What follows belongs to an exercise in optimizing a design on an open flow for small area, a short achievable clock period and few clock cycles per item; a production flow would make more cautious choices. Function was checked by simulation only, so behaviour that the tests miss may differ from the original. No activity file was given, so power comes from the tool's default toggle rates.

## run 3
## wz_fxu
module wz_fxu (
    input  wire        clk,
    input  wire        rst,
    input  wire        in_valid,
    output wire        in_ready,
    input  wire [4:0]  in_op,
    input  wire        in_q,       
    input  wire [1:0]  in_t,       
    input  wire [3:0]  in_x,       
    input  wire [63:0] in_a,
    input  wire [63:0] in_b,
    output reg         out_valid,
    output reg  [63:0] out_data,
    output reg         out_ill
);
For scale: about 6800 cells after synthesis, ~830 flip-flops, about 65000 um2 of cells after synthesis.
Settings: LEC_CHECK=0, CAP_MARGIN=70, CORE_MARGIN=2, CORE_UTILIZATION=40, PLACE_DENSITY=0.6, SLEW_MARGIN=70, SYNTH_HIERARCHICAL=1; clock period 17.0 ns.
standard.sh (not shown) runs the stock make flow with config.mk's settings and CLKGATE_MAP_FILE= SYNTH_SCRIPT=/design/flow/synth_recipe.tcl, a recipe that flattens the netlist after the stock synthesis.
==> flow/flow/run.sh <==
#!/bin/bash
set -euo pipefail
bash standard.sh SETUP_SLACK_MARGIN=12 finish > make.log 2>&1
No stage failed in run 3, and the final checks on the layout all came back clean.
Testbench counts of run 3, summed over its fixed seeds: cycles 12,032, items 12,000.
The following lists how run 2 was set up differently from run 3:
--- a/flow/design.v
+++ b/flow/design.v
@@ -934,12 +934,14 @@
     genvar g;
     generate
         for (g = 0; g < 81; g = g + 1) begin : g_csa
             wz_fxu_fa u_fa (.a(ea[g]), .b(s2[g]), .c(c2[g]), .s(x_s[g]), .co(x_m[g]));
         end
     endgenerate
+    wire        inj = trd3_2 & ta[79] & (pend2 ? ~(q2 ? &ta[39:0] : &ta[55:0])
+                                                :  (q2 ? |ta[39:0] : |ta[55:0]));
     wire [80:0] x_c = {x_m[79:0], cin2 | pend2};
     wire [80:0] sum = x_s + x_c;
     wire        t_ovf = (mac2 & (sum[80] ^ sum[79])) | (shl2 & ~mat2 & sh_ovf);
     wire        t_sgn = mac2 ? sum[80] : ta[79];
     wire        t_clamp = t_ovf & sat;
     wire [95:0] sh_x = shl2 ? {ta, 16'd0} : {{17{ta[79]}}, ta[79:1]};
@@ -966,12 +968,15 @@
         for (g = 0; g < 16; g = g + 1) begin : g_neq
             assign sh_neq[g] = ta[78-g] ^ ta[79];
         end
     endgenerate
     assign sh_ovf = |(sh_neq & (oh_x | lt_x));
     wire [79:0] t_new = (sh2 & ~mat2) ? sh_v : sum[79:0];
+    wire        tie_a = pend2 ? (q2 ? (~ta[39] & &ta[38:0]) : (~ta[55] & &ta[54:0]))
+                              : (q2 ? (ta[39] & ~|ta[38:0]) : (ta[55] & ~|ta[54:0]));
+    wire        q_fix = fix2 & (trd2 ? tie_a : tie2);
     wire [3:0]  e_we  = {4{v2}} & we2;
     wire [3:0]  tz_n  = rst ? 4'hF : (tz & ~e_we);
     wire [3:0]  cl_n  = (e_we & {4{t_clamp}}) | (~e_we & cl);
     wire [3:0]  pd_n  = (e_we & {4{shr2 & ~mat2 & sh_inc}}) | (~e_we & pd);
     wire [3:0]  sg_n  = (e_we & {4{t_sgn}}) | (~e_we & sg);
     wire [3:0]  sel_n = (v2 & mat2) ? sel2 : ({4{rd_any}} & (4'd1 << rsel_t));
@@ -995,44 +1000,38 @@
         k_f  <= |(rc_n & sg_n);
         if (e_we[0]) till0 <= t_new;
         if (e_we[1]) till1 <= t_new;
         if (e_we[2]) till2 <= t_new;
         if (e_we[3]) till3 <= t_new;
     end
-    reg        trd3_3, trd2_3, tie3;
+    reg        inj3;
     reg        v3, qop3, q3, fix3, sat3, tsvl3, tsvh3, crd3, cwr3, cwsov3, ill3, tcl3;
     reg [1:0]  rm3;
     reg [80:0] f3;
     always @(posedge clk) begin
         if (rst) v3 <= 1'b0;
         else     v3 <= v2 & ~mat2;
         f3     <= sum;
         qop3   <= qop2;
         q3     <= q2;
-        fix3   <= fix2;
-        trd2_3 <= trd2;
-        trd3_3 <= trd3_2;
-        tie3   <= tie2;
+        fix3   <= q_fix;
+        inj3   <= inj;
         sat3   <= sat;
         rm3    <= rm;
         tsvl3  <= tsvl2;
         tsvh3  <= tsvh2;
         crd3   <= crd2;
         cwr3   <= cwr2;
         cwsov3 <= cwsov2;
         ill3   <= ill2;
         tcl3   <= t_clamp;
     end
     wire [40:0] q_v0  = {f3[80:56], q3 ? f3[55:40] : 16'd0};
     wire [40:0] q_lsb = q3 ? 41'd1 : 41'h10000;
-    wire        r_nz  = q3 ? |f3[39:0] : |f3[55:0];
-    wire        inj3  = trd3_3 & f3[80] & r_nz;
-    wire        q_fix = fix3 & (trd2_3 ? ~r_nz : tie3);
-    wire [40:0] q_up  = q_v0 + q_lsb;
-    wire [40:0] q_v1  = inj3 ? q_up : q_v0;
-    wire [40:0] q_v   = q_v1 & ~({41{q_fix}} & q_lsb);
+    wire [40:0] q_v1  = q_v0 + ({41{inj3}} & q_lsb);
+    wire [40:0] q_v   = q_v1 & ~({41{fix3}} & q_lsb);
     wire [31:0] q_w   = q3 ? q_v[31:0] : {q_v[31:16], 16'd0};
     wire        q_in  = (q_v[40:31] == 10'd0) | (q_v[40:31] == 10'h3FF);
     wire        q_clamp = ~q_in & sat3;
     wire [31:0] q_c   = q_clamp ? {q_v[40], {31{~q_v[40]}}} : q_w;
     wire [63:0] q_out = q3 ? {{32{q_c[31]}}, q_c} : {{48{q_c[31]}}, q_c[31:16]};
     wire [63:0] res = qop3  ? q_out :
Findings:
Power density over the cells went down by a few percent going from run 3 to run 2. As far as TritonCTS sink count is concerned, run 3 and run 2 perform about the same. Looking at total track usage, run 2 sits 1.2 points below run 3. There was hardly any difference in highest clock frequency the design can meet between run 2 and run 3. Going from run 3 to run 2, the final non-filler cell area was found to have gone down by 2.9%. Worst setup slack of run 2 is on par with run 3. Comparing run 3 against run 2, there is no change at all in max-capacitance violation count. Run 2: done, clean on timing, DRC and antenna. Comparing run 2 and run 3, area fraction in and, or, nand and nor cells after synthesis is higher on run 2.
Testbench counts of run 2, summed over its fixed seeds: cycles 12,032, items 12,000.

port drivers added, routing unchanged:
In the flow no input, the clock included, has a driving cell. The finished layouts below were timed again as built, in two steps. Step 1, drivers: a clkbuf_16 drives clk and a buf_2 each remaining input, both assumed. Step 2 also shifts input and output timing later by t, the mid clock arrival at the registers, as if the neighbouring blocks saw the same clock. Three values: ideal, step 1, step 2; two values: the first two.
run	t (ns)	slack for setup (ns)	latest minus earliest clock arrival (ns)	worst slew at a driven data input, ns	cell pins on the clock port's net
run 3	0.804	11.362 / 11.362 / 11.362	0.093 / 0.093	0.07	1
run 2	0.799	11.359 / 11.359 / 11.351	0.066 / 0.066	0.07	1
After both steps setup and hold are still met in every run listed. For run 2, which loses most, drivers alone change the setup slack by 0.000 ns; drivers and shift together by -0.008 ns.
